Background: an optimization exercise with open tools, aiming at small area, a short achievable clock period and few clock cycles per item. Do not read the settings as production practice. The RTL was checked by simulation tests, not by an equivalence proof against the original design.

==> flow/design.v <==
module aes_sbox (
    input  wire [7:0] a,
    output wire [7:0] y
);
    wire t0, t1, t2, t3, t4, t5, t6, t7, t8, t9, t10, t11, t12, t13, t14, t15, t16, t17, t18, t19, t20, t21, t22, t23, t24, t25, t26, t27, t28, t29, t30, M1, M2, M3, M4, M5, M6, M7, M8, M9, M10, M11, M12, M13, M14, M15, M16, M17, M18, M19, M20, M21, M22, M23, M46, M47, M48, M49, M50, M51, M52, M53, M54, M55, M56, M57, M58, M59, M60, M61, M62, M63, b0, b1, b2, b3, b4, b5, b6, b7, b8, b9, b10, b11, b12, b13, b14, b15, b16, b17, b18, b19, b20, b21, b22, b23, b24, b25, b26, b27, b28, b29, b30, b31, b32, b33, b34, b35, b36, M37, M38, M39, M40, M41, M42, M43, M44, M45;
    sx2 g0 (.a(a[1]), .b(a[3]), .y(t0));
    sx2 g1 (.a(a[5]), .b(a[6]), .y(t1));
    sx2 g2 (.a(a[2]), .b(a[7]), .y(t2));
    sx2 g3 (.a(a[0]), .b(t1), .y(t3));
    sx2 g4 (.a(a[4]), .b(a[7]), .y(t4));
    sx2 g5 (.a(t0), .b(t4), .y(t5));
    sx2 g6 (.a(a[6]), .b(t0), .y(t6));
    sx2 g7 (.a(a[5]), .b(t2), .y(t7));
    sx2 g8 (.a(a[2]), .b(a[4]), .y(t8));
    sx2 g9 (.a(a[2]), .b(a[5]), .y(t9));
    sx2 g10 (.a(a[1]), .b(a[4]), .y(t10));
    sx2 g11 (.a(a[1]), .b(a[7]), .y(t11));
    sx2 g12 (.a(a[0]), .b(a[2]), .y(t12));
    sx2 g13 (.a(t2), .b(t10), .y(t13));
    sx2 g14 (.a(a[4]), .b(t2), .y(t14));
    sx2 g15 (.a(a[1]), .b(t2), .y(t15));
    sx2 g16 (.a(t1), .b(t8), .y(t16));
    sx2 g17 (.a(t0), .b(t9), .y(t17));
    sx2 g18 (.a(a[3]), .b(t7), .y(t18));
    sx2 g19 (.a(a[0]), .b(t5), .y(t19));
    sx2 g20 (.a(a[4]), .b(t7), .y(t20));
    sx2 g21 (.a(t1), .b(t5), .y(t21));
    sx2 g22 (.a(t3), .b(t15), .y(t22));
    sx2 g23 (.a(t6), .b(t14), .y(t23));
    sx2 g24 (.a(t0), .b(t7), .y(t24));
    sx2 g25 (.a(a[2]), .b(t6), .y(t25));
    sx2 g26 (.a(t0), .b(t16), .y(t26));
    sx2 g27 (.a(t6), .b(t12), .y(t27));
    sx2 g28 (.a(a[7]), .b(t3), .y(t28));
    sx2 g29 (.a(a[1]), .b(t3), .y(t29));
    sx2 g30 (.a(a[4]), .b(t3), .y(t30));
    snand2 g31 (.a(t13), .b(t5), .y(M1));
    snand2 g32 (.a(t22), .b(t19), .y(M2));
    sxn2 g33 (.a(t23), .b(M1), .y(M3));
    snand2 g34 (.a(t30), .b(a[0]), .y(M4));
    sx2 g35 (.a(M4), .b(M1), .y(M5));
    snand2 g36 (.a(t11), .b(t17), .y(M6));
    snand2 g37 (.a(t29), .b(t3), .y(M7));
    sxn2 g38 (.a(t18), .b(M6), .y(M8));
    snand2 g39 (.a(t28), .b(t27), .y(M9));
    sx2 g40 (.a(M9), .b(M6), .y(M10));
    snand2 g41 (.a(t4), .b(t25), .y(M11));
    snand2 g42 (.a(t8), .b(t20), .y(M12));
    sx2 g43 (.a(M12), .b(M11), .y(M13));
    snand2 g44 (.a(t2), .b(t21), .y(M14));
    sx2 g45 (.a(M14), .b(M11), .y(M15));
    sxn2 g46 (.a(M3), .b(M2), .y(M16));
    sx2 g47 (.a(M5), .b(t26), .y(M17));
    sxn2 g48 (.a(M8), .b(M7), .y(M18));
    sx2 g49 (.a(M10), .b(M15), .y(M19));
    sx2 g50 (.a(M16), .b(M13), .y(M20));
    sx2 g51 (.a(M17), .b(M15), .y(M21));
    sx2 g52 (.a(M18), .b(M13), .y(M22));
    sx2 g53 (.a(M19), .b(t24), .y(M23));
    gf16_inv_0000_000000000 u_inv (.d({M23, M22, M21, M20}), .m({M45, M44, M43, M42, M41, M40, M39, M38, M37}));
    snand2 g54 (.a(M44), .b(t5), .y(M46));
    snand2 g55 (.a(M40), .b(t19), .y(M47));
    snand2 g56 (.a(M39), .b(a[0]), .y(M48));
    snand2 g57 (.a(M43), .b(t17), .y(M49));
    snand2 g58 (.a(M38), .b(t3), .y(M50));
    snand2 g59 (.a(M37), .b(t27), .y(M51));
    snand2 g60 (.a(M42), .b(t25), .y(M52));
    snand2 g61 (.a(M45), .b(t20), .y(M53));
    snand2 g62 (.a(M41), .b(t21), .y(M54));
    snand2 g63 (.a(M44), .b(t13), .y(M55));
    snand2 g64 (.a(M40), .b(t22), .y(M56));
    snand2 g65 (.a(M39), .b(t30), .y(M57));
    snand2 g66 (.a(M43), .b(t11), .y(M58));
    snand2 g67 (.a(M38), .b(t29), .y(M59));
    snand2 g68 (.a(M37), .b(t28), .y(M60));
    snand2 g69 (.a(M42), .b(t4), .y(M61));
    snand2 g70 (.a(M45), .b(t8), .y(M62));
    snand2 g71 (.a(M41), .b(t2), .y(M63));
    sx2 g72 (.a(M56), .b(M61), .y(b0));
    sxn2 g73 (.a(M62), .b(b0), .y(b1));
    sx2 g74 (.a(M46), .b(M49), .y(b2));
    sx2 g75 (.a(M54), .b(M58), .y(b3));
    sx2 g76 (.a(M50), .b(M53), .y(b4));
    sx2 g77 (.a(M48), .b(M60), .y(b5));
    sx2 g78 (.a(M51), .b(M59), .y(b6));
    sx2 g79 (.a(M47), .b(M50), .y(b7));
    sxn2 g80 (.a(M55), .b(b7), .y(b8));
    sx2 g81 (.a(M46), .b(M52), .y(b9));
    sxn2 g82 (.a(M61), .b(b6), .y(b10));
    sxn2 g83 (.a(M62), .b(b10), .y(b11));
    sx2 g84 (.a(b3), .b(b5), .y(b12));
    sxn2 g85 (.a(M55), .b(b1), .y(b13));
    sx2 g86 (.a(M48), .b(M51), .y(b14));
    sx2 g87 (.a(M61), .b(M63), .y(b15));
    sx2 g88 (.a(M48), .b(M58), .y(b16));
    sx2 g89 (.a(M49), .b(M52), .y(b17));
    sxn2 g90 (.a(M57), .b(b2), .y(b18));
    sx2 g91 (.a(M47), .b(M53), .y(b19));
    sx2 g92 (.a(b2), .b(b8), .y(b20));
    sx2 g93 (.a(b8), .b(b14), .y(b21));
    sx2 g94 (.a(b9), .b(b15), .y(b22));
    sx2 g95 (.a(b2), .b(b16), .y(b23));
    sxn2 g96 (.a(b12), .b(b22), .y(b24));
    sxn2 g97 (.a(b11), .b(b23), .y(b25));
    sx2 g98 (.a(b1), .b(b21), .y(b26));
    sx2 g99 (.a(b4), .b(b17), .y(b27));
    sx2 g100 (.a(b1), .b(b12), .y(b28));
    sx2 g101 (.a(b4), .b(b11), .y(b29));
    sx2 g102 (.a(b9), .b(b19), .y(b30));
    sx2 g103 (.a(b1), .b(b20), .y(b31));
    sx2 g104 (.a(b4), .b(b18), .y(b32));
    sxn2 g105 (.a(b13), .b(b30), .y(b33));
    sx2 g106 (.a(b28), .b(b32), .y(b34));
    sxn2 g107 (.a(b3), .b(b29), .y(b35));
    sx2 g108 (.a(b13), .b(b27), .y(b36));
    assign y[7] = b36;
    assign y[6] = b33;
    assign y[5] = b24;
    assign y[4] = b31;
    assign y[3] = b26;
    assign y[2] = b34;
    assign y[1] = b35;
    assign y[0] = b25;
endmodule
module sx2 (input wire a, input wire b, output wire y);
    assign y = a ^ b;
endmodule
module sxn2 (input wire a, input wire b, output wire y);
    assign y = ~(a ^ b);
endmodule
module snand2 (input wire a, input wire b, output wire y);
    assign y = ~(a & b);
endmodule
module snor2 (input wire a, input wire b, output wire y);
    assign y = ~(a | b);
endmodule
module gf16_inv_0000_000000000 (
    input  wire [3:0] d,
    output wire [8:0] m
);
    assign m[0] = (d[0] & d[1]) | (d[1] & ~d[3]) | (d[0] & ~d[2] & d[3]) | (d[0] & d[2] & ~d[3]);
    assign m[1] = (d[1] & d[2]) | (~d[0] & d[1]) | (d[0] & d[2] & d[3]) | (d[0] & ~d[1] & ~d[2] & ~d[3]);
    assign m[2] = (~d[1] & d[3]) | (d[2] & d[3]) | (~d[0] & d[1] & d[2]) | (d[0] & ~d[1] & d[2]);
    assign m[3] = (~d[2] & d[3]) | (d[0] & d[3]) | (d[0] & d[1] & d[2]) | (~d[0] & ~d[1] & d[2] & ~d[3]);
    assign m[4] = (~d[0] & d[1] & ~d[3]) | (~d[1] & ~d[2] & d[3]) | (~d[0] & d[1] & d[2]) | (d[0] & ~d[1] & ~d[2]) | (d[0] & ~d[2] & d[3]) | (~d[0] & d[2] & ~d[3]);
    assign m[5] = (d[0] & d[1] & ~d[2]) | (~d[1] & d[2] & d[3]) | (~d[0] & ~d[1] & d[3]) | (d[0] & d[1] & ~d[3]) | (d[1] & ~d[2] & ~d[3]) | (~d[0] & d[2] & d[3]);
    assign m[6] = (d[0] & ~d[1]) | (d[0] & ~d[2]) | (~d[0] & d[1] & d[3]);
    assign m[7] = (~d[0] & d[2]) | (d[2] & ~d[3]) | (d[1] & ~d[2] & d[3]);
    assign m[8] = (~d[1] & d[2] & d[3]) | (d[0] & d[1] & ~d[3]) | (d[0] & ~d[1] & ~d[2]) | (~d[0] & d[2] & ~d[3]);
endmodule
module gf16_inv_0000_111110011 (
    input  wire [3:0] d,
    output wire [8:0] m
);
    assign m[0] = (~d[0] & ~d[1]) | (~d[0] & d[3]) | (~d[1] & ~d[2] & ~d[3]) | (~d[1] & d[2] & d[3]);
    assign m[1] = (~d[0] & ~d[1]) | (d[0] & d[1] & ~d[2]) | (~d[1] & ~d[2] & d[3]) | (~d[1] & d[2] & ~d[3]);
    assign m[2] = (d[1] & ~d[2]) | (~d[2] & ~d[3]) | (~d[0] & ~d[1] & ~d[3]) | (d[0] & d[1] & ~d[3]);
    assign m[3] = (~d[2] & ~d[3]) | (~d[0] & d[1] & ~d[3]) | (~d[0] & d[2] & d[3]) | (d[0] & ~d[1] & ~d[3]);
    assign m[4] = (d[0] & d[2]) | (~d[1] & d[2] & d[3]) | (d[0] & d[1] & ~d[3]) | (~d[0] & d[1] & ~d[2] & d[3]) | (~d[0] & ~d[1] & ~d[2] & ~d[3]);
    assign m[5] = (d[0] & d[1] & ~d[2]) | (~d[1] & d[2] & d[3]) | (~d[0] & ~d[1] & d[3]) | (d[0] & d[1] & ~d[3]) | (d[1] & ~d[2] & ~d[3]) | (~d[0] & d[2] & d[3]);
    assign m[6] = (d[0] & ~d[1]) | (d[0] & ~d[2]) | (~d[0] & d[1] & d[3]);
    assign m[7] = (~d[2] & ~d[3]) | (~d[1] & ~d[2]) | (d[0] & d[2] & d[3]);
    assign m[8] = (d[1] & d[3]) | (~d[0] & ~d[2]) | (d[0] & ~d[1] & d[2] & ~d[3]);
endmodule
module aes_inv_sbox (
    input  wire [7:0] a,
    output wire [7:0] y
);
    wire t0, t1, t2, t3, t4, t5, t6, t7, t8, t9, t10, t11, t12, t13, t14, t15, t16, t17, t18, t19, t20, t21, t22, t23, t24, t25, t26, t27, t28, t29, M1, M2, M3, M4, M5, M6, M7, M8, M9, M10, M11, M12, M13, M14, M15, M16, M17, M18, M19, M20, M21, M22, M23, M46, M47, M48, M49, M50, M51, M52, M53, M54, M55, M56, M57, M58, M59, M60, M61, M62, M63, b0, b1, b2, b3, b4, b5, b6, b7, b8, b9, b10, b11, b12, b13, b14, b15, b16, b17, b18, b19, b20, b21, b22, b23, b24, b25, b26, b27, b28, b29, b30, b31, b32, b33, b34, b35, b36, b37, b38, b39, M37, M38, M39, M40, M41, M42, M43, M44, M45;
    sx2 g0 (.a(a[4]), .b(a[6]), .y(t0));
    sx2 g1 (.a(a[0]), .b(a[1]), .y(t1));
    sx2 g2 (.a(a[3]), .b(a[4]), .y(t2));
    sx2 g3 (.a(a[3]), .b(a[6]), .y(t3));
    sx2 g4 (.a(a[2]), .b(a[7]), .y(t4));
    sx2 g5 (.a(t0), .b(t1), .y(t5));
    sx2 g6 (.a(a[6]), .b(a[7]), .y(t6));
    sx2 g7 (.a(a[7]), .b(t0), .y(t7));
    sx2 g8 (.a(t1), .b(t3), .y(t8));
    sx2 g9 (.a(a[0]), .b(a[7]), .y(t9));
    sx2 g10 (.a(a[1]), .b(a[2]), .y(t10));
    sx2 g11 (.a(a[0]), .b(a[5]), .y(t11));
    sx2 g12 (.a(a[0]), .b(a[3]), .y(t12));
    sx2 g13 (.a(a[1]), .b(a[5]), .y(t13));
    sx2 g14 (.a(a[2]), .b(a[5]), .y(t14));
    sxn2 g15 (.a(a[4]), .b(a[7]), .y(t15));
    sx2 g16 (.a(a[5]), .b(t4), .y(t16));
    sx2 g17 (.a(t1), .b(t2), .y(t17));
    sx2 g18 (.a(t1), .b(t6), .y(t18));
    sxn2 g19 (.a(t3), .b(t9), .y(t19));
    sx2 g20 (.a(t2), .b(t10), .y(t20));
    sx2 g21 (.a(a[5]), .b(t2), .y(t21));
    sx2 g22 (.a(a[0]), .b(t2), .y(t22));
    sx2 g23 (.a(t0), .b(t11), .y(t23));
    sxn2 g24 (.a(t3), .b(t13), .y(t24));
    sxn2 g25 (.a(t0), .b(t14), .y(t25));
    sxn2 g26 (.a(t4), .b(t5), .y(t26));
    sx2 g27 (.a(t4), .b(t8), .y(t27));
    sxn2 g28 (.a(a[5]), .b(t5), .y(t28));
    sx2 g29 (.a(a[3]), .b(t7), .y(t29));
    snor2 g30 (.a(t18), .b(t25), .y(M1));
    snor2 g31 (.a(t15), .b(t7), .y(M2));
    sxn2 g32 (.a(t27), .b(M1), .y(M3));
    snor2 g33 (.a(t5), .b(t16), .y(M4));
    sx2 g34 (.a(M4), .b(M1), .y(M5));
    snand2 g35 (.a(t17), .b(t24), .y(M6));
    snor2 g36 (.a(t0), .b(t22), .y(M7));
    sx2 g37 (.a(t23), .b(M6), .y(M8));
    snor2 g38 (.a(t8), .b(t28), .y(M9));
    sxn2 g39 (.a(M9), .b(M6), .y(M10));
    snand2 g40 (.a(t2), .b(t26), .y(M11));
    snor2 g41 (.a(t29), .b(t20), .y(M12));
    sxn2 g42 (.a(M12), .b(M11), .y(M13));
    snor2 g43 (.a(t6), .b(t19), .y(M14));
    sxn2 g44 (.a(M14), .b(M11), .y(M15));
    sx2 g45 (.a(M3), .b(M2), .y(M16));
    sxn2 g46 (.a(M5), .b(t12), .y(M17));
    sx2 g47 (.a(M8), .b(M7), .y(M18));
    sx2 g48 (.a(M10), .b(M15), .y(M19));
    sx2 g49 (.a(M16), .b(M13), .y(M20));
    sx2 g50 (.a(M17), .b(M15), .y(M21));
    sx2 g51 (.a(M18), .b(M13), .y(M22));
    sxn2 g52 (.a(M19), .b(t21), .y(M23));
    gf16_inv_0000_111110011 u_inv (.d({M23, M22, M21, M20}), .m({M45, M44, M43, M42, M41, M40, M39, M38, M37}));
    snor2 g53 (.a(M44), .b(t25), .y(M46));
    snor2 g54 (.a(M40), .b(t7), .y(M47));
    snor2 g55 (.a(M39), .b(t16), .y(M48));
    snand2 g56 (.a(M43), .b(t24), .y(M49));
    snor2 g57 (.a(M38), .b(t22), .y(M50));
    snor2 g58 (.a(M37), .b(t28), .y(M51));
    snand2 g59 (.a(M42), .b(t26), .y(M52));
    snor2 g60 (.a(M45), .b(t20), .y(M53));
    snor2 g61 (.a(M41), .b(t19), .y(M54));
    snor2 g62 (.a(M44), .b(t18), .y(M55));
    snor2 g63 (.a(M40), .b(t15), .y(M56));
    snor2 g64 (.a(M39), .b(t5), .y(M57));
    snand2 g65 (.a(M43), .b(t17), .y(M58));
    snor2 g66 (.a(M38), .b(t0), .y(M59));
    snor2 g67 (.a(M37), .b(t8), .y(M60));
    snand2 g68 (.a(M42), .b(t2), .y(M61));
    snor2 g69 (.a(M45), .b(t29), .y(M62));
    snor2 g70 (.a(M41), .b(t6), .y(M63));
    sx2 g71 (.a(M52), .b(M61), .y(b0));
    sx2 g72 (.a(M50), .b(b0), .y(b1));
    sxn2 g73 (.a(M54), .b(M58), .y(b2));
    sx2 g74 (.a(M62), .b(b2), .y(b3));
    sx2 g75 (.a(M59), .b(b1), .y(b4));
    sx2 g76 (.a(M48), .b(M56), .y(b5));
    sx2 g77 (.a(M47), .b(M60), .y(b6));
    sx2 g78 (.a(b5), .b(b6), .y(b7));
    sx2 g79 (.a(M57), .b(M63), .y(b8));
    sx2 g80 (.a(M46), .b(M51), .y(b9));
    sxn2 g81 (.a(M49), .b(b7), .y(b10));
    sx2 g82 (.a(M51), .b(M59), .y(b11));
    sx2 g83 (.a(M48), .b(M59), .y(b12));
    sx2 g84 (.a(M55), .b(M63), .y(b13));
    sx2 g85 (.a(M49), .b(M58), .y(b14));
    sxn2 g86 (.a(M58), .b(b5), .y(b15));
    sxn2 g87 (.a(M49), .b(b11), .y(b16));
    sxn2 g88 (.a(M55), .b(M61), .y(b17));
    sx2 g89 (.a(M46), .b(b12), .y(b18));
    sx2 g90 (.a(b8), .b(b15), .y(b19));
    sx2 g91 (.a(M47), .b(b9), .y(b20));
    sx2 g92 (.a(M53), .b(b14), .y(b21));
    sx2 g93 (.a(b0), .b(b16), .y(b22));
    sx2 g94 (.a(b0), .b(b18), .y(b23));
    sx2 g95 (.a(M53), .b(b9), .y(b24));
    sx2 g96 (.a(M54), .b(b13), .y(b25));
    sx2 g97 (.a(b8), .b(b17), .y(b26));
    sx2 g98 (.a(M57), .b(b3), .y(b27));
    sx2 g99 (.a(b10), .b(b25), .y(b28));
    sx2 g100 (.a(M62), .b(b21), .y(b29));
    sx2 g101 (.a(b1), .b(b10), .y(b30));
    sx2 g102 (.a(b19), .b(b24), .y(b31));
    sx2 g103 (.a(b3), .b(b22), .y(b32));
    sx2 g104 (.a(b3), .b(b20), .y(b33));
    sx2 g105 (.a(b3), .b(b23), .y(b34));
    sx2 g106 (.a(b4), .b(b28), .y(b35));
    sx2 g107 (.a(b4), .b(b31), .y(b36));
    sx2 g108 (.a(b4), .b(b33), .y(b37));
    sx2 g109 (.a(b4), .b(b29), .y(b38));
    sx2 g110 (.a(b27), .b(b30), .y(b39));
    assign y[7] = b32;
    assign y[6] = b35;
    assign y[5] = b39;
    assign y[4] = b34;
    assign y[3] = b36;
    assign y[2] = b37;
    assign y[1] = b38;
    assign y[0] = b26;
endmodule
module aes_inv_mixcol (
    input  wire [31:0] c,
    output wire [31:0] y
);
    wire m0, m1, m2, m3, m4, m5, m6, m7, m8, m9, m10, m11, m12, m13, m14, m15, m16, m17, m18, m19, m20, m21, m22, m23, m24, m25, m26, m27, m28, m29, m30, m31, m32, m33, m34, m35, m36, m37, m38, m39, m40, m41, m42, m43, m44, m45, m46, m47, m48, m49, m50, m51, m52, m53, m54, m55, m56, m57, m58, m59, m60, m61, m62, m63, m64, m65, m66, m67, m68, m69, m70, m71, m72, m73, m74, m75, m76, m77, m78, m79, m80, m81, m82, m83, m84, m85, m86, m87, m88, m89, m90, m91, m92, m93, m94, m95, m96, m97, m98, m99, m100, m101, m102, m103, m104, m105, m106, m107, m108, m109, m110, m111, m112, m113, m114, m115, m116, m117, m118, m119, m120, m121, m122, m123, m124, m125, m126, m127, m128, m129, m130, m131, m132, m133, m134, m135, m136, m137, m138, m139, m140, m141, m142, m143, m144, m145, m146, m147, m148, m149, m150, m151, m152, m153, m154, m155, m156, m157, m158, m159, m160, m161, m162, m163, m164, m165, m166, m167, m168, m169, m170, m171, m172, m173, m174, m175, m176, m177, m178, m179;
    sx2 x0 (.a(c[5]), .b(c[21]), .y(m0));
    sx2 x1 (.a(c[13]), .b(c[29]), .y(m1));
    sx2 x2 (.a(c[14]), .b(c[30]), .y(m2));
    sx2 x3 (.a(c[6]), .b(c[22]), .y(m3));
    sx2 x4 (.a(m0), .b(m1), .y(m4));
    sx2 x5 (.a(c[3]), .b(c[31]), .y(m5));
    sx2 x6 (.a(c[15]), .b(c[19]), .y(m6));
    sx2 x7 (.a(c[7]), .b(c[23]), .y(m7));
    sx2 x8 (.a(c[18]), .b(m2), .y(m8));
    sx2 x9 (.a(c[26]), .b(m3), .y(m9));
    sx2 x10 (.a(c[16]), .b(m4), .y(m10));
    sx2 x11 (.a(c[1]), .b(c[17]), .y(m11));
    sx2 x12 (.a(c[9]), .b(c[25]), .y(m12));
    sx2 x13 (.a(c[11]), .b(c[27]), .y(m13));
    sx2 x14 (.a(c[12]), .b(c[28]), .y(m14));
    sx2 x15 (.a(c[4]), .b(c[20]), .y(m15));
    sx2 x16 (.a(c[8]), .b(c[24]), .y(m16));
    sx2 x17 (.a(c[2]), .b(c[10]), .y(m17));
    sx2 x18 (.a(m7), .b(m13), .y(m18));
    sx2 x19 (.a(m5), .b(m6), .y(m19));
    sx2 x20 (.a(m8), .b(m9), .y(m20));
    sx2 x21 (.a(c[0]), .b(c[31]), .y(m21));
    sx2 x22 (.a(c[0]), .b(m16), .y(m22));
    sx2 x23 (.a(m4), .b(m12), .y(m23));
    sx2 x24 (.a(m14), .b(m15), .y(m24));
    sx2 x25 (.a(c[7]), .b(m11), .y(m25));
    sx2 x26 (.a(m18), .b(m19), .y(m26));
    sx2 x27 (.a(m17), .b(m20), .y(m27));
    sx2 x28 (.a(m10), .b(m22), .y(m28));
    sx2 x29 (.a(c[15]), .b(c[23]), .y(m29));
    sx2 x30 (.a(c[7]), .b(c[15]), .y(m30));
    sx2 x31 (.a(c[23]), .b(c[27]), .y(m31));
    sx2 x32 (.a(m2), .b(m21), .y(m32));
    sx2 x33 (.a(c[31]), .b(m24), .y(m33));
    sx2 x34 (.a(c[15]), .b(c[16]), .y(m34));
    sx2 x35 (.a(m5), .b(m31), .y(m35));
    sx2 x36 (.a(c[2]), .b(m11), .y(m36));
    sx2 x37 (.a(m2), .b(m30), .y(m37));
    sx2 x38 (.a(m1), .b(m7), .y(m38));
    sx2 x39 (.a(m3), .b(m29), .y(m39));
    sx2 x40 (.a(c[25]), .b(m3), .y(m40));
    sx2 x41 (.a(m7), .b(m16), .y(m41));
    sx2 x42 (.a(m2), .b(m15), .y(m42));
    sx2 x43 (.a(c[10]), .b(m5), .y(m43));
    sx2 x44 (.a(c[17]), .b(m17), .y(m44));
    sx2 x45 (.a(c[11]), .b(m6), .y(m45));
    sx2 x46 (.a(m3), .b(m14), .y(m46));
    sx2 x47 (.a(m8), .b(m14), .y(m47));
    sx2 x48 (.a(m1), .b(m19), .y(m48));
    sx2 x49 (.a(m9), .b(m15), .y(m49));
    sx2 x50 (.a(m25), .b(m43), .y(m50));
    sx2 x51 (.a(m0), .b(m18), .y(m51));
    sx2 x52 (.a(m23), .b(m47), .y(m52));
    sx2 x53 (.a(m23), .b(m49), .y(m53));
    sx2 x54 (.a(c[1]), .b(c[9]), .y(m54));
    sx2 x55 (.a(c[12]), .b(c[20]), .y(m55));
    sx2 x56 (.a(c[4]), .b(c[21]), .y(m56));
    sx2 x57 (.a(c[11]), .b(c[28]), .y(m57));
    sx2 x58 (.a(c[20]), .b(c[28]), .y(m58));
    sx2 x59 (.a(c[5]), .b(c[29]), .y(m59));
    sx2 x60 (.a(c[6]), .b(c[30]), .y(m60));
    sx2 x61 (.a(c[10]), .b(c[12]), .y(m61));
    sx2 x62 (.a(c[9]), .b(c[24]), .y(m62));
    sx2 x63 (.a(c[14]), .b(c[21]), .y(m63));
    sx2 x64 (.a(c[12]), .b(c[29]), .y(m64));
    sx2 x65 (.a(c[7]), .b(c[31]), .y(m65));
    sx2 x66 (.a(c[17]), .b(c[24]), .y(m66));
    sx2 x67 (.a(c[6]), .b(c[13]), .y(m67));
    sx2 x68 (.a(c[10]), .b(c[25]), .y(m68));
    sx2 x69 (.a(c[13]), .b(c[30]), .y(m69));
    sx2 x70 (.a(c[14]), .b(c[22]), .y(m70));
    sx2 x71 (.a(c[1]), .b(c[8]), .y(m71));
    sx2 x72 (.a(c[22]), .b(c[30]), .y(m72));
    sx2 x73 (.a(c[0]), .b(c[24]), .y(m73));
    sx2 x74 (.a(c[3]), .b(c[7]), .y(m74));
    sx2 x75 (.a(c[2]), .b(c[4]), .y(m75));
    sx2 x76 (.a(c[6]), .b(c[14]), .y(m76));
    sx2 x77 (.a(c[8]), .b(c[23]), .y(m77));
    sx2 x78 (.a(m0), .b(m70), .y(m78));
    sx2 x79 (.a(c[8]), .b(m21), .y(m79));
    sx2 x80 (.a(m2), .b(m17), .y(m80));
    sx2 x81 (.a(m11), .b(m61), .y(m81));
    sx2 x82 (.a(c[28]), .b(m56), .y(m82));
    sx2 x83 (.a(c[1]), .b(m21), .y(m83));
    sx2 x84 (.a(m6), .b(m13), .y(m84));
    sx2 x85 (.a(c[2]), .b(m54), .y(m85));
    sx2 x86 (.a(c[26]), .b(m74), .y(m86));
    sx2 x87 (.a(m3), .b(m13), .y(m87));
    sx2 x88 (.a(c[13]), .b(m58), .y(m88));
    sx2 x89 (.a(m0), .b(m29), .y(m89));
    sx2 x90 (.a(c[29]), .b(m63), .y(m90));
    sx2 x91 (.a(c[4]), .b(m64), .y(m91));
    sx2 x92 (.a(m3), .b(m65), .y(m92));
    sx2 x93 (.a(c[5]), .b(m55), .y(m93));
    sx2 x94 (.a(c[19]), .b(m12), .y(m94));
    sx2 x95 (.a(c[21]), .b(m67), .y(m95));
    sx2 x96 (.a(m11), .b(m62), .y(m96));
    sx2 x97 (.a(c[5]), .b(m69), .y(m97));
    sx2 x98 (.a(c[9]), .b(m34), .y(m98));
    sx2 x99 (.a(m6), .b(m31), .y(m99));
    sx2 x100 (.a(c[23]), .b(m66), .y(m100));
    sx2 x101 (.a(c[22]), .b(m59), .y(m101));
    sx2 x102 (.a(m34), .b(m68), .y(m102));
    sx2 x103 (.a(m12), .b(m71), .y(m103));
    sx2 x104 (.a(c[15]), .b(m72), .y(m104));
    sx2 x105 (.a(m9), .b(m98), .y(m105));
    sx2 x106 (.a(c[18]), .b(m87), .y(m106));
    sx2 x107 (.a(c[20]), .b(m35), .y(m107));
    sx2 x108 (.a(m32), .b(m44), .y(m108));
    sx2 x109 (.a(m46), .b(m97), .y(m109));
    sx2 x110 (.a(m39), .b(m96), .y(m110));
    sx2 x111 (.a(m81), .b(m99), .y(m111));
    sx2 x112 (.a(m40), .b(m44), .y(m112));
    sx2 x113 (.a(m37), .b(m103), .y(m113));
    sx2 x114 (.a(m30), .b(m78), .y(m114));
    sx2 x115 (.a(m45), .b(m75), .y(m115));
    sx2 x116 (.a(m35), .b(m94), .y(m116));
    sx2 x117 (.a(m25), .b(m40), .y(m117));
    sx2 x118 (.a(m32), .b(m100), .y(m118));
    sx2 x119 (.a(m12), .b(m86), .y(m119));
    sx2 x120 (.a(m83), .b(m102), .y(m120));
    sx2 x121 (.a(m9), .b(m84), .y(m121));
    sx2 x122 (.a(m24), .b(m38), .y(m122));
    sx2 x123 (.a(m8), .b(m41), .y(m123));
    sx2 x124 (.a(m41), .b(m85), .y(m124));
    sx2 x125 (.a(m4), .b(m39), .y(m125));
    sx2 x126 (.a(m38), .b(m76), .y(m126));
    sx2 x127 (.a(m42), .b(m101), .y(m127));
    sx2 x128 (.a(c[23]), .b(m36), .y(m128));
    sx2 x129 (.a(m42), .b(m95), .y(m129));
    sx2 x130 (.a(m37), .b(m73), .y(m130));
    sx2 x131 (.a(m16), .b(m92), .y(m131));
    sx2 x132 (.a(m60), .b(m89), .y(m132));
    sx2 x133 (.a(m46), .b(m90), .y(m133));
    sx2 x134 (.a(m32), .b(m77), .y(m134));
    sx2 x135 (.a(m4), .b(m79), .y(m135));
    sx2 x136 (.a(m8), .b(m45), .y(m136));
    sx2 x137 (.a(m80), .b(m116), .y(m137));
    sx2 x138 (.a(m112), .b(m123), .y(m138));
    sx2 x139 (.a(m33), .b(m114), .y(m139));
    sx2 x140 (.a(m10), .b(m130), .y(m140));
    sx2 x141 (.a(m48), .b(m93), .y(m141));
    sx2 x142 (.a(m36), .b(m107), .y(m142));
    sx2 x143 (.a(m10), .b(m134), .y(m143));
    sx2 x144 (.a(m20), .b(m124), .y(m144));
    sx2 x145 (.a(m51), .b(m88), .y(m145));
    sx2 x146 (.a(m26), .b(m127), .y(m146));
    sx2 x147 (.a(m26), .b(m129), .y(m147));
    sx2 x148 (.a(m50), .b(m57), .y(m148));
    sx2 x149 (.a(m10), .b(m113), .y(m149));
    sx2 x150 (.a(m26), .b(m133), .y(m150));
    sx2 x151 (.a(m104), .b(m122), .y(m151));
    sx2 x152 (.a(m33), .b(m132), .y(m152));
    sx2 x153 (.a(m22), .b(m125), .y(m153));
    sx2 x154 (.a(m119), .b(m136), .y(m154));
    sx2 x155 (.a(m33), .b(m126), .y(m155));
    sx2 x156 (.a(m26), .b(m109), .y(m156));
    sx2 x157 (.a(m20), .b(m120), .y(m157));
    sx2 x158 (.a(m105), .b(m108), .y(m158));
    sx2 x159 (.a(m117), .b(m135), .y(m159));
    sx2 x160 (.a(m25), .b(m115), .y(m160));
    sx2 x161 (.a(m50), .b(m106), .y(m161));
    sx2 x162 (.a(m10), .b(m110), .y(m162));
    sx2 x163 (.a(m48), .b(m82), .y(m163));
    sx2 x164 (.a(m23), .b(m118), .y(m164));
    sx2 x165 (.a(m121), .b(m128), .y(m165));
    sx2 x166 (.a(m10), .b(m131), .y(m166));
    sx2 x167 (.a(m51), .b(m91), .y(m167));
    sx2 x168 (.a(m52), .b(m142), .y(m168));
    sx2 x169 (.a(m28), .b(m161), .y(m169));
    sx2 x170 (.a(m53), .b(m148), .y(m170));
    sx2 x171 (.a(m53), .b(m111), .y(m171));
    sx2 x172 (.a(m28), .b(m154), .y(m172));
    sx2 x173 (.a(m28), .b(m137), .y(m173));
    sx2 x174 (.a(m52), .b(m160), .y(m174));
    sx2 x175 (.a(m27), .b(m163), .y(m175));
    sx2 x176 (.a(m27), .b(m167), .y(m176));
    sx2 x177 (.a(m27), .b(m145), .y(m177));
    sx2 x178 (.a(m28), .b(m165), .y(m178));
    sx2 x179 (.a(m27), .b(m141), .y(m179));
    assign y[0] = m166;
    assign y[1] = m164;
    assign y[2] = m157;
    assign y[3] = m178;
    assign y[4] = m168;
    assign y[5] = m175;
    assign y[6] = m146;
    assign y[7] = m152;
    assign y[8] = m140;
    assign y[9] = m159;
    assign y[10] = m144;
    assign y[11] = m173;
    assign y[12] = m170;
    assign y[13] = m176;
    assign y[14] = m156;
    assign y[15] = m155;
    assign y[16] = m153;
    assign y[17] = m149;
    assign y[18] = m158;
    assign y[19] = m169;
    assign y[20] = m174;
    assign y[21] = m179;
    assign y[22] = m147;
    assign y[23] = m139;
    assign y[24] = m143;
    assign y[25] = m162;
    assign y[26] = m138;
    assign y[27] = m172;
    assign y[28] = m171;
    assign y[29] = m177;
    assign y[30] = m150;
    assign y[31] = m151;
endmodule
module kw_unwrap (
    input  wire         clk,
    input  wire         rst,       
    input  wire         start,     
    input  wire [127:0] kek,       
    input  wire [191:0] wrapped,   
    output wire         busy,
    output wire         done,      
    output wire         ok,        
    output wire [127:0] key        
);
    localparam [63:0] KW_IV = 64'hA6A6A6A6A6A6A6A6;
    reg         busy_r;
    reg         done_r;
    reg         kexp;     
    reg         first;    
    reg         step12;   
    reg [3:0]   rnd;      
    reg [3:0]   t;        
    reg [127:0] st;       
    reg [63:0]  ro;       
    reg [127:0] rk;       
    reg [127:0] kl;       
    wire accept = start && !busy_r;
    genvar gb, gc, gr;
    wire last   = !kexp && (rnd == 4'd0);
    assign busy = busy_r;
    assign done = done_r;
    assign ok   = (st[127:64] == KW_IV);
    assign key  = {st[63:0], ro};
    wire [31:0]  w0 = rk[127:96];
    wire [31:0]  w1 = rk[95:64];
    wire [31:0]  w2 = rk[63:32];
    wire [31:0]  w3 = rk[31:0];
    wire [31:0]  v3 = w3 ^ w2;    
    wire [31:0]  v2 = w2 ^ w1;
    wire [31:0]  v1 = w1 ^ w0;
    wire [31:0]  rot = {v3[23:0], v3[31:24]};
    wire [31:0]  sw_out;
    generate
        for (gb = 0; gb < 4; gb = gb + 1) begin : g_sbox
            aes_sbox u_sbox (.a(rot[8*gb +: 8]), .y(sw_out[8*gb +: 8]));
        end
    endgenerate
    wire [9:0]   rd = {rnd == 4'd9, rnd == 4'd8, rnd == 4'd7, rnd == 4'd6, rnd == 4'd5,
                       rnd == 4'd4, rnd == 4'd3, rnd == 4'd2, rnd == 4'd1, rnd == 4'd0};
    wire [7:0]   rcon = {rd[7], rd[6], rd[5] | rd[9], rd[4] | rd[8] | rd[9],
                         rd[3] | rd[8], rd[2] | rd[9], rd[1] | rd[8] | rd[9], rd[0] | rd[8]};
    wire [31:0]  temp = sw_out ^ {rcon, 24'h000000};
    wire [31:0]  n0 = w0 ^ temp;
    wire         fin = kexp && (rnd == 4'd9);    
    wire [31:0]  n2 = v2 ^ n0;
    wire [127:0] key_step = {n0, v1 ^ (temp & {32{kexp}}), v2 ^ (n0 & {32{kexp}}),
                             v3 ^ (n2 & {32{fin}})};
    wire [127:0] key_prev = {n0, v1, v2, v3};
    wire [127:0] blk = (step12 ? {kl[127:64] ^ 64'd12, kl[63:0]}
                               : {st[127:64] ^ {60'd0, t}, ro}) ^ rk;
    wire [127:0] imc;
    generate
        for (gc = 0; gc < 4; gc = gc + 1) begin : g_imc
            aes_inv_mixcol u_imc (.c(st[32*gc +: 32]), .y(imc[32*gc +: 32]));
        end
    endgenerate
    wire [127:0] x = first ? blk : imc;
    wire [127:0] isr;
    generate
        for (gc = 0; gc < 4; gc = gc + 1) begin : g_col
            for (gr = 0; gr < 4; gr = gr + 1) begin : g_row
                assign isr[127 - 8*(gr + 4*((gc + gr) % 4)) -: 8] =
                       x[127 - 8*(gr + 4*gc) -: 8];
            end
        end
    endgenerate
    wire [127:0] isb;
    generate
        for (gb = 0; gb < 16; gb = gb + 1) begin : g_isbox
            aes_inv_sbox u_isbox (.a(isr[8*gb +: 8]), .y(isb[8*gb +: 8]));
        end
    endgenerate
    wire [127:0] ark = isb ^ key_prev;
    always @(posedge clk) begin
        if (rst) begin
            busy_r <= 1'b0;
            done_r <= 1'b0;
            kexp   <= 1'b0;
            first  <= 1'b0;
            step12 <= 1'b0;
        end else begin
            done_r <= 1'b0;
            if (accept) begin
                busy_r <= 1'b1;
                kexp   <= 1'b1;
                first  <= 1'b0;
                step12 <= 1'b1;
                rnd    <= 4'd0;
                t      <= 4'd12;
            end else if (busy_r) begin
                if (kexp) begin
                    if (rnd == 4'd9) begin
                        kexp  <= 1'b0;
                        first <= 1'b1;
                    end else begin
                        rnd <= rnd + 4'd1;
                    end
                end else begin
                    first <= (rnd == 4'd0) && (t != 4'd1);
                    if (rnd == 4'd0) begin
                        rnd    <= 4'd9;
                        t      <= t - 4'd1;
                        step12 <= 1'b0;
                        if (t == 4'd1) begin
                            busy_r <= 1'b0;
                            done_r <= 1'b1;
                        end
                    end else begin
                        rnd <= rnd - 4'd1;
                    end
                end
            end
        end
    end
    always @(posedge clk) begin
        if (accept)
            rk <= {kek[127:32], kek[63:32] ^ kek[31:0]};
        else if (last)
            rk <= kl;
        else
            rk <= key_step;
    end
    always @(posedge clk) begin
        if (accept)
            kl <= {wrapped[191:128], wrapped[63:0]};
        else if (first && step12)
            kl <= rk;
    end
    always @(posedge clk) begin
        st <= ark;
        if (accept)
            ro <= wrapped[127:64];
        else if (first && !step12)
            ro <= st[63:0];
    end
endmodule
==> flow/flow/run.sh <==
#!/bin/bash
# The standard layout (the standard.sh: ORFS synthesis to finish), with
# two changes in how it is made:
#  - the port buffers that global placement inserts on every input and
#    output are the smallest buffer (buf_1) instead of clkdlybuf4s50_1;
#  - clock tree synthesis inserts no dummy loads.
# ORFS writes each step's full log under orfs/logs/; make's own output goes
# to flow.log here.
set -euo pipefail
export BUFFER_PORTS_ARGS="-buffer_cell sky130_fd_sc_hd__buf_1"
export CTS_ARGS="-sink_clustering_enable -repair_clock_nets -dont_use_dummy_load"
bash standard.sh finish > flow.log 2>&1
==> flow/standard.sh <==
#!/bin/bash
# synth_recipe.tcl (not shown) runs the flow's synth.tcl, then flattens the netlist and writes it again
# the make line also repeats each setting of config.mk as NAME=value (left out here)
make -C /OpenROAD-flow-scripts/flow DESIGN_CONFIG=/design/flow/config.mk WORK_HOME=/design/flow/orfs CLKGATE_MAP_FILE= SYNTH_SCRIPT=/design/flow/synth_recipe.tcl "${@:-finish}"
==> flow/config.mk <==
export PLATFORM = sky130hd
export DESIGN_NAME = kw_unwrap
export DESIGN_NICKNAME = kw_unwrap
export VERILOG_FILES = /design/flow/design.v
export SDC_FILE = /design/flow/constraint.sdc
export NUM_CORES = 8
export LEC_CHECK = 0
export CAP_MARGIN = 20
export CORE_MARGIN = 2
export CORE_UTILIZATION = 25
export SETUP_SLACK_MARGIN = 1.5
export SLEW_MARGIN = 20
export SYNTH_HIERARCHICAL = 1
==> flow/constraint.sdc <==
create_clock -name core_clock -period 8.0 [get_ports {clk}]
set_input_delay 1.6000 -clock core_clock [delete_from_list [all_inputs] [get_ports {clk}]]
set_output_delay 1.6000 -clock core_clock [all_outputs]
set_load 0.01 [all_outputs]
==> results.json, run 1 <==
{
  "synth_seq_cells": 461,
  "finalCritPeriodShare_pct": 78.2,
  "finalSetupTns_ps": 0,
  "cp_top_family": "XOR/XNOR gates",
  "worstPathArrival_ps": 6820,
  "port_buffers": 453,
  "grt_usage_pct": 20.9,
  "clk_path_buf_depth": 3,
  "yosys_warnings": 7,
  "path_cells": "xnor2_2 -> inv_1 -> xor2_4 -> xor2_2 -> xor2_1 -> nand2_1 -> xor2_1 -> xor2_1 -> xor2_1 -> buf_4 -> nand2b_1 -> a21oi_1 -> a211oi_2 -> nand2_1 -> xor2_1 -> xnor2_2 -> xor2_1 -> xor2_1 -> xor3_1 -> xnor2_1 -> a21oi_1 -> a21oi_1",
  "syn-num-nets": 6992,
  "cts_tree": "yes",
  "finClkSkew_ps": 99.2,
  "path_buf_inv": 2,
  "start_util_pct": 25.2,
  "worst_setup_path_end_kind": "flip-flop",
  "required_ps": 8560,
  "drv_cap": 0,
  "tightest_slew_ps": 1050,
  "finalWeightedCongestion": 0.982,
  "cpMostUsedCell": "xor2_1",
  "status": "complete, no violations",
  "holdBufCountCts": 0,
  "drc": 0,
  "min_period_ps": 6260,
  "hold_viol_final": 0,
  "rows": 172,
  "cts-root-buf": "clkbuf_16",
  "async_flop_share_pct": 0,
  "post-dp-hpwl_um": 203000,
  "grt-ovfl-total": 0,
  "clock.fmax_ghz": 0.160,
  "post_drt_wl_per_cell_um": 24.9,
  "synthFlopType": "dfxtp_1",
  "synth_edf_count": 200,
  "drtPass1Iterations": 6,
  "grt_max_degree": 140,
  "htreeDepth": 2,
  "cts_inserted_buffers": 59,
  "avgSynthCellArea_um2": 8.30,
  "num_io_pins": 454,
  "insertion_delay_ps": 730,
  "max_slew_margin_pct": 29.6,
  "path_clk_slew_ps": 60,
  "syn_area_um2": 55300,
  "crit_slowest_cell": "xor3_1",
  "final_nets": 7247,
  "routed_wirelength_um": 246000,
  "routed_via_density": 4.68,
  "die-area_um2": 225000,
  "cpPeakStageDelay_ps": 640,
  "drt-initial-drc-count": 3619,
  "post-route-util_pct": 29.1,
  "cts_sinks": 461,
  "postRouteAntennaNets": 0,
  "num-fill-cells": 23400,
  "start_kind": "flip-flop",
  "ys_seq_area_share_pct": 20.3,
  "crit_fanout": 11,
  "antenna_found_initial": 19,
  "fp.dieH_um": 474,
  "rsz0062_at_grt": "no",
  "grt_pass1_wl_um": 337000,
  "criticalPathCategory": "reg -> reg",
  "syn_inst": 6662,
  "grt_pass1_vias": 45500,
  "chipWidth_um": 474,
  "area_delta_synth_final_pct": 15.8,
  "final-setup-viol-count": 0,
  "via_count": 46300,
  "hp-class": "reg -> reg",
  "post_synth_num_cell_types": 71,
  "slew_violations": 0,
  "core-area_um2": 220000,
  "final_layout_size_suffix_gt1_share_pct": 14.0
}
per-module statistics from Yosys (local to each module, per instance):
module / area [um2] / cells / copies in the design / flops+latches
gf16_inv_0000_111110011: 235 / 36 / 16 / 0
snor2: 3.75 / 1 / 336 / 0
snand2: 3.75 / 1 / 204 / 0
aes_inv_mixcol: 240 / 32 / 4 / 0
kw_unwrap: 25500 / 2718 / 1 / 461
gf16_inv_0000_000000000: 233 / 37 / 4 / 0
sxn2: 8.76 / 1 / 328 / 0
aes_inv_sbox: 60.1 / 8 / 16 / 0
sx2: 8.76 / 1 / 2064 / 0
aes_sbox: 60.1 / 8 / 4 / 0
cell type report:
type	instances	area [um2]	area share, %
clock buffer	59	1480	2.31
timing repair buffer	781	4310	6.74
antenna	3	7.51	0.0117
sequential	461	11300	17.7
tap	2958	3700	5.78
multi-input combinational	5574	43100	67.3
inverter	40	154	0.240
worst min-delay path: cells and delay by family, from the launching register on:
kind	cells	cell delay, ps
DFF	1	360
AOI/OAI and AO/OA	2	160
timing repair:
action                     4_1_cts  5_1_grt
setup buffers                   23       43
pin swaps                       14       46
setup endpoints to repair      171      157
resized for setup              163      274
cloned                           0        0
cell usage after synthesis, drive strengths merged (26+ instances only):
cell type | number | share of area (%)
a21oi | 239 | 2.2
dfxtp | 261 | 9.4
mux2i | 131 | 2.4
clkbuf | 105 | 0.71
buf | 482 | 6.3
edfxtp | 200 | 11
nand2 | 954 | 6.5
a211oi | 56 | 0.95
o21ai | 120 | 1.2
nor2b | 57 | 0.73
nand3b | 38 | 0.52
o311ai | 44 | 0.70
xor2 | 2120 | 34
a21boi | 40 | 0.54
nand2b | 61 | 0.71
xnor2 | 759 | 12
nor2 | 505 | 3.4
mux2 | 126 | 2.6
nand3 | 26 | 0.24
inv | 40 | 0.27
o22ai | 31 | 0.35
a31oi | 29 | 0.33
a21o | 27 | 0.37
sequential cells by signal, summed over array words and instances (netlist names):
| name | cells |
|---|---|
| busy_r | 1 |
| st | 128 |
| rk | 128 |
| done_r | 1 |
| kl | 128 |
| step12 | 1 |
| ro | 64 |
| rnd | 4 |
| t | 4 |
| first | 1 |
| kexp | 1 |
cell usage in the layout, fill, tap and decap left out, types with 24 or more instances in the layout:
cell type / count
nand2_1: 953
nor2b_1: 39
inv_1: 31
o21ai_1: 37
edfxtp_1: 200
xor2_2: 195
nand3b_1: 38
nor2_1: 503
mux2i_1: 131
xor2_1: 1881
buf_1: 453
xnor2_2: 58
xnor2_1: 690
o22ai_1: 31
nand2b_1: 55
mux2_2: 123
a21o_1: 27
nand3_1: 26
dfxtp_2: 44
clkbuf_16: 59
buf_4: 316
xor2_4: 44
dfxtp_1: 210
o21ai_0: 66
a211oi_1: 35
a21oi_1: 238
and3_1: 24
a31oi_1: 29
path summary, 6_finish.rpt:
path,startpoint,endpoint,slack (ps),cells past startpoint
worst min-delay path,kl[31],rk[31],480,2
worst max register to register,rk[51],rk[58],1740,22
worst max-delay path,rk[51],rk[58],1740,22
worst min register to register,kl[31],rk[31],480,2
layer usage:
layer  GRT usage, %  wire [um]
met3           3.14      15300
met5              0         96
met4           13.1      18300
met1           26.2     101000
met2           33.5     111000
stage by stage:
step,area (um2),std cells,hold slack (ps),worst slack (ps)
after detailed placement,59000,9748,504,254
final,64000,9876,479,1740
after CTS,61700,9830,475,1500
after global routing,64000,9876,486,1470
after floorplan,55300,6662,464,1730
after global placement,59000,9748,504,172
cells by family after synthesis:
group,Yosys count,synth area share [%]
xor+xnor,2883,45.8
simple gates,1744,13.4
compound gates,683,8.10
buf+inv,627,7.29
flops,461,20.3
mux,257,4.94
fa+ha+maj,7,0.158
Testbench counts, summed over its fixed seeds: cycles 67,072, items 512.
==> run 2: changes to the inputs <==
--- a/flow/config.mk
+++ b/flow/config.mk
@@ -5,9 +5,9 @@
 export SDC_FILE = /design/flow/constraint.sdc
 export NUM_CORES = 8
 export LEC_CHECK = 0
-export CAP_MARGIN = 20
+export CAP_MARGIN = 0
 export CORE_MARGIN = 2
 export CORE_UTILIZATION = 25
 export SETUP_SLACK_MARGIN = 1.5
-export SLEW_MARGIN = 20
+export SLEW_MARGIN = 0
 export SYNTH_HIERARCHICAL = 1
==> results.json, run 2 <==
{
  "status": "complete, no violations",
  "grt-ovfl-total": 0,
  "yosys-top-cells-area": "xor2_1, xnor2_1, edfxtp_1",
  "synthAdderAreaFrac_pct": 0.158,
  "cts-root-buf": "clkbuf_16",
  "final_nets": 7247,
  "synthSimpleGateAreaFrac_pct": 13.4,
  "place_area_um2": 59000,
  "cts_sinks": 461,
  "worstPathArrival_ps": 6820,
  "yosysTopAreaCellShare_pct": 33.6,
  "mostFrequentLayoutCell": "xor2_1",
  "via_count": 46300,
  "synth_most_common_cell": "xor2_1",
  "final_layout_size_suffix_gt1_share_pct": 14.0,
  "routed_via_density": 4.68,
  "antenna_found_initial": 19,
  "yosys-top-cells-count": "xor2_1, nand2_1, xnor2_1",
  "routed_wirelength_um": 246000,
  "start_kind": "flip-flop",
  "async_flop_share_pct": 0,
  "final_cell_mix": "xor2_1, nand2_1, xnor2_1",
  "finalWeightedCongestion": 0.982,
  "post_synth_num_cell_types": 71,
  "slew_violations": 0,
  "syn_inst": 6662,
  "cpMostUsedCell": "xor2_1",
  "postRouteAntennaNets": 0,
  "hold_viol_final": 0,
  "rsz0062_at_grt": "no",
  "hp-class": "reg -> reg",
  "top_regs": "kl: 128 flops, rk: 128 flops, st: 128 flops",
  "drt-initial-drc-count": 3619,
  "start_util_pct": 25.2,
  "drc": 0,
  "avgSynthCellArea_um2": 8.30,
  "path_clk_slew_ps": 60,
  "finClkSkew_ps": 99.2,
  "post-route-util_pct": 29.1,
  "drv_cap": 0,
  "yosys.area_share.xor_xnor_pct": 45.8,
  "post-dp-hpwl_um": 203000,
  "clk_path_buf_depth": 3,
  "num_io_pins": 454,
  "post_drt_wl_per_cell_um": 24.9,
  "grt_usage_pct": 20.9,
  "crit_slowest_cell": "xor3_1",
  "clock.fmax_ghz": 0.160,
  "yosys_warnings": 7,
  "holdBufCountCts": 0,
  "rows": 172,
  "syn_area_um2": 55300,
  "setup.worst_path.start": "rk[51]",
  "grt_pass1_wl_um": 337000,
  "fp.dieH_um": 474,
  "synth_edf_count": 200,
  "syn-num-nets": 6992,
  "required_ps": 8560,
  "design_area_um2": 64000,
  "htreeDepth": 2,
  "cts_tree": "yes",
  "final-setup-viol-count": 0,
  "drtPass1Iterations": 6,
  "crit_fanout": 11,
  "worst_setup_path_end_kind": "flip-flop",
  "port_buffers": 453,
  "die-area_um2": 225000,
  "tightest_slew_ps": 1050,
  "max_slew_margin_pct": 29.6,
  "core-area_um2": 220000,
  "hp-start": "kl[31]",
  "chipWidth_um": 474,
  "min_period_ps": 6260,
  "synth_top_family_by_area": "XOR/XNOR gates",
  "area_delta_synth_final_pct": 15.8,
  "criticalPathCategory": "reg -> reg",
  "cpPeakStageDelay_ps": 640,
  "synth_seq_cells": 461,
  "insertion_delay_ps": 730,
  "muxShareOfSynthArea_pct": 4.94,
  "synth_top_cell_by_area": "xor2_1",
  "finalSetupTns_ps": 0,
  "synthFlopType": "dfxtp_1",
  "path_cells": "xnor2_2 -> inv_1 -> xor2_4 -> xor2_2 -> xor2_1 -> nand2_1 -> xor2_1 -> xor2_1 -> xor2_1 -> buf_4 -> nand2b_1 -> a21oi_1 -> a211oi_2 -> nand2_1 -> xor2_1 -> xnor2_2 -> xor2_1 -> xor2_1 -> xor3_1 -> xnor2_1 -> a21oi_1 -> a21oi_1",
  "synth_compound_area_share_pct": 8.10,
  "grt_pass1_vias": 45500,
  "ys_seq_area_share_pct": 20.3,
  "cts_inserted_buffers": 59,
  "grt_max_degree": 140,
  "finalCritPeriodShare_pct": 78.2,
  "reg2reg_from": "rk[51]"
}
[run 2: cell counts after synthesis]
Identical to the previous run, type by type.
[run 2: final timing paths]
check,to,slack (ps),cells past startpoint
max,rk[58],1740,22
min,rk[31],480,2
max reg2reg,rk[58],1740,22
min reg2reg,rk[31],480,2
[run 2: cell type report]
| cell class | instances | area [um2] |
|---|---|---|
| inverter | 40 | 154 |
| sequential | 461 | 11300 |
| clock buffer | 59 | 1480 |
| timing repair buffer | 781 | 4310 |
| fill | 23400 | 156000 |
| multi-input combinational | 5574 | 43100 |
| antenna | 3 | 7.51 |
| tap | 2958 | 3700 |
[run 2: per-stage QoR]
stage / setup slack (ps) / cells / hold WS [ps]
after global routing: 1470 / 9876 / 486
after floorplan: 1730 / 6662 / 464
after detailed placement: 254 / 9748 / 504
final: 1740 / 9876 / 479
after CTS: 1500 / 9830 / 475
after global placement: 172 / 9748 / 504
[run 2: per-module statistics from Yosys (local to each module, per instance), a selection]
module                   flip-flops and latches  copies in the design  cells inside
kw_unwrap                                   461                     1          2718
gf16_inv_0000_111110011                       0                    16            36
aes_inv_sbox                                  0                    16             8
sxn2                                          0                   328             1
sx2                                           0                  2064             1
snor2                                         0                   336             1
[run 2: per-layer routing]
layer,global-route usage [%],vias to the layer above,part of all wire (%)
met3,3.14,452,6.2
li1,-,21500,-
met1,26.2,22600,41
met4,13.1,14,7.5
met2,33.5,1694,45
met5,0,-,0.039
[run 2: timing repair]
item / CTS / global route
endpoints found under the setup margin: 171 / 157
endpoints found under the hold margin: 0 / 0
pin swaps: 14 / 46
buffers inserted: 23 / 43
resized for setup: 163 / 274
[run 2: logic make-up after synthesis]
logic type | after synthesis
fa+ha+maj | 7
simple gates | 1744
buf+inv | 627
xor+xnor | 2883
flops | 461
compound gates | 683
mux | 257
[run 2: worst max-delay path, delay by kind of cell, from the launching register on]
| family | cells | cell delay [ps] |
|---|---|---|
| AOI/OAI and AO/OA | 4 | 890 |
| xor gates and xnor gates | 13 | 3820 |
| buffers and inverters | 2 | 490 |
| DFF | 1 | 410 |
| and+or+nand+nor | 3 | 530 |
==> run 3: changes to the inputs <==
==> flow/config.mk (replaced) <==
export PLATFORM = sky130hd
export DESIGN_NAME = kw_unwrap
export DESIGN_NICKNAME = kw_unwrap
export VERILOG_FILES = /design/flow/design.v
export SDC_FILE = /design/flow/constraint.sdc
export NUM_CORES = 8
export LEC_CHECK = 0
export CAP_MARGIN = 20
export CORE_MARGIN = 2
export CORE_UTILIZATION = 40
export PLACE_DENSITY = 0.7
export SETUP_SLACK_MARGIN = 1.5
export SLEW_MARGIN = 20
export SYNTH_HIERARCHICAL = 1
==> results.json, run 3 <==
{
  "status": "complete, no violations",
  "start_kind": "flip-flop",
  "rows": 136,
  "postRouteAntennaNets": 0,
  "placed_cells": 8551,
  "final_cell_mix": "xor2_1, nand2_1, xnor2_1",
  "min_period_ps": 6480,
  "drc": 0,
  "slew_violations": 0,
  "post_drt_wl_per_cell_um": 25.5,
  "hp-class": "reg -> reg",
  "via_count": 47300,
  "yosys-top-cells-area": "xor2_1, xnor2_1, edfxtp_1",
  "start_util_pct": 40.3,
  "chipWidth_um": 376,
  "insertion_delay_ps": 680,
  "yosys-top-cells-count": "xor2_1, nand2_1, xnor2_1",
  "final_nets": 7222,
  "clock.fmax_ghz": 0.154,
  "num_io_pins": 454,
  "busiest_layer": "met2",
  "avgSynthCellArea_um2": 8.30,
  "use_met1_pct": 39.3,
  "yosysTopAreaCellShare_pct": 33.6,
  "path_clk_slew_ps": 60,
  "finalCritPeriodShare_pct": 81.0,
  "drv_cap": 0,
  "holdBufCountCts": 0,
  "multi_input_area_um2": 43200,
  "yosys.area_share.xor_xnor_pct": 45.8,
  "antenna_found_initial": 10,
  "synth_edf_count": 200,
  "top_regs": "kl: 128 flops, rk: 128 flops, st: 128 flops",
  "yosys_warnings": 7,
  "grt_pass1_vias": 45000,
  "reg2reg_depth": 26,
  "crit_fanout": 6,
  "grt_max_degree": 148,
  "syn_inst": 6662,
  "finClkSkew_ps": 63.7,
  "grtUsageMet3_pct": 6.45,
  "finalSetupTns_ps": 0,
  "drt-initial-drc-count": 4898,
  "criticalPathCategory": "reg -> reg",
  "worstPathArrival_ps": 6950,
  "area_delta_synth_final_pct": 13.0,
  "post-route-util_pct": 45.5,
  "final_layout_size_suffix_gt1_share_pct": 14.0,
  "synthFlopType": "dfxtp_1",
  "cts_sinks": 461,
  "cts-root-buf": "clkbuf_16",
  "grt_util_met2_pct": 45.9,
  "htreeDepth": 2,
  "hold-path-cell-count": 2,
  "grt_usage_pct": 29.8,
  "post-dp-hpwl_um": 179000,
  "routed_wirelength_um": 222000,
  "num-fill-cells": 13400,
  "final-setup-viol-count": 0,
  "design_area_um2": 62500,
  "grt_pass1_wl_um": 309000,
  "finalWeightedCongestion": 1.05,
  "async_flop_share_pct": 0,
  "drtPass1Iterations": 6,
  "required_ps": 8470,
  "synth_top_family_by_area": "XOR/XNOR gates",
  "syn_area_um2": 55300,
  "rsz0062_at_grt": "yes",
  "tightest_slew_ps": 1120,
  "core-area_um2": 137000,
  "syn-num-nets": 6992,
  "seqCellArea_um2": 11300,
  "muxShareOfSynthArea_pct": 4.94,
  "cts_inserted_buffers": 57,
  "worst_setup_path_end_kind": "flip-flop",
  "synthAdderAreaFrac_pct": 0.158,
  "fp.dieH_um": 376,
  "synth_top_cell_by_area": "xor2_1",
  "mostFrequentLayoutCell": "xor2_1",
  "synth_compound_area_share_pct": 8.10,
  "grt-ovfl-total": 0,
  "post_synth_num_cell_types": 71,
  "port_buffers": 453,
  "place_area_um2": 57200,
  "synthSimpleGateAreaFrac_pct": 13.4,
  "cts_tree": "yes",
  "clk_path_buf_depth": 3,
  "die-area_um2": 141000,
  "max_slew_margin_pct": 24.9,
  "finalNonFillerCells": 8685,
  "synth_most_common_cell": "xor2_1",
  "routed_via_density": 5.44,
  "ys_seq_area_share_pct": 20.3,
  "hold_viol_final": 0,
  "synth_seq_cells": 461
}
==> run 3: area by class of cell <==
type                            count  area share, %
Inverter                           40          0.252
Clock buffer                       57           2.28
Tap cell                         1794           3.59
Multi-Input combinational cell   5574           69.2
Sequential cell                   461           18.1
Timing Repair Buffer              758           6.60
Antenna cell                        1        0.00400
==> run 3: metrics by stage <==
step | setup WS, ps | hold slack (ps)
global route | 1310 | 623
detailed placement | 399 | 566
floorplan | 1730 | 464
CTS | 1390 | 578
finish | 1520 | 585
global placement | 364 | 559
==> run 3: worst max-delay path, stage by stage (launching register included) <==
cell,delay (ps)
dfxtp_2,470
xor2_1,170
buf_4,220
xor2_4,290
xor2_1,270
xor2_1,220
buf_4,140
xor2_1,260
mux2_2,270
xor2_1,160
buf_4,200
xor2_2,250
xnor2_1,200
nand2_1,190
xnor2_2,280
xor2_2,220
xnor2_2,150
buf_4,160
nor2_1,230
nor2b_1,90
o311ai_1,430
nor2_1,160
xnor2_1,260
xor2_2,260
buf_4,180
xor2_1,90
xnor2_2,440
==> run 3: kinds of logic (layout without fill, tap and decap cells) <==
| logic type | Yosys count | count (layout) |
|---|---|---|
| and+or+nand+nor | 1744 | 1744 |
| AOI/OAI and AO/OA | 683 | 683 |
| buffers and inverters | 627 | 855 |
| DFF | 461 | 461 |
| muxes | 257 | 257 |
| other | 0 | 1 |
| xor gates and xnor gates | 2883 | 2883 |
| adders and majority gates | 7 | 7 |
==> run 3: path summary, 6_finish.rpt <==
check	startpoint	to	slack [ps]
setup reg to reg	st[86]	st[15]	1520
hold / removal	kl[25]	rk[25]	590
setup / recovery	st[86]	st[15]	1520
hold reg to reg	kl[25]	rk[25]	590
==> run 3: modules after synthesis (local to each module, per instance), excerpt <==
module,copies in the design,cell area [um2],cells,flops+latches
sx2,2064,8.76,1,0
sxn2,328,8.76,1,0
aes_inv_sbox,16,60.1,8,0
gf16_inv_0000_111110011,16,235,36,0
snand2,204,3.75,1,0
kw_unwrap,1,25500,2718,461
==> run 3: per-layer routing <==
| metal | vias to the layer above | share of wire (%) |
|---|---|---|
| met5 | - | 0.0068 |
| met4 | 2 | 5.9 |
| met3 | 539 | 10 |
| met2 | 2574 | 43 |
| met1 | 22700 | 40 |
| li1 | 21400 | - |
==> run 3: what timing repair did <==
item,CTS,global route
endpoints found under the hold margin,0,0
setup buffers,24,52
setup endpoints to repair,164,156
pin swaps,17,41
resized for setup,158,300

==> port drivers added, routing unchanged <==
How much do the figures lean on ideal ports? The routed layouts below were timed once more, with nothing changed but the port constraints. Step 1 sets driving cells, clkbuf_16 on the clock port and buf_2 on the other inputs (assumed; they add their load-dependent delay and slew). Step 2, shift: input delay + t, output delay - t, t = (earliest + latest rising clock arrival at the registers) / 2. This alone moves slack from input paths to output paths. a / b / c = ideal ports / drivers / drivers and shift; a / b = the first two.
| run | t (ns) | slack for setup (ns) | clock arrival spread, ns | worst data-port slew with drivers (ns) | cell pins on the clock port's net |
|---|---|---|---|---|---|
| run 1 | 0.768 | 1.744 / 1.744 / 1.744 | 0.101 / 0.102 | 0.16 | 1 |
| run 2 | 0.768 | 1.744 / 1.744 / 1.744 | 0.101 / 0.102 | 0.16 | 1 |
| run 3 | 0.730 | 1.519 / 1.519 / 1.519 | 0.064 / 0.064 | 0.06 | 1 |
After both steps setup and hold are still met in every run listed.
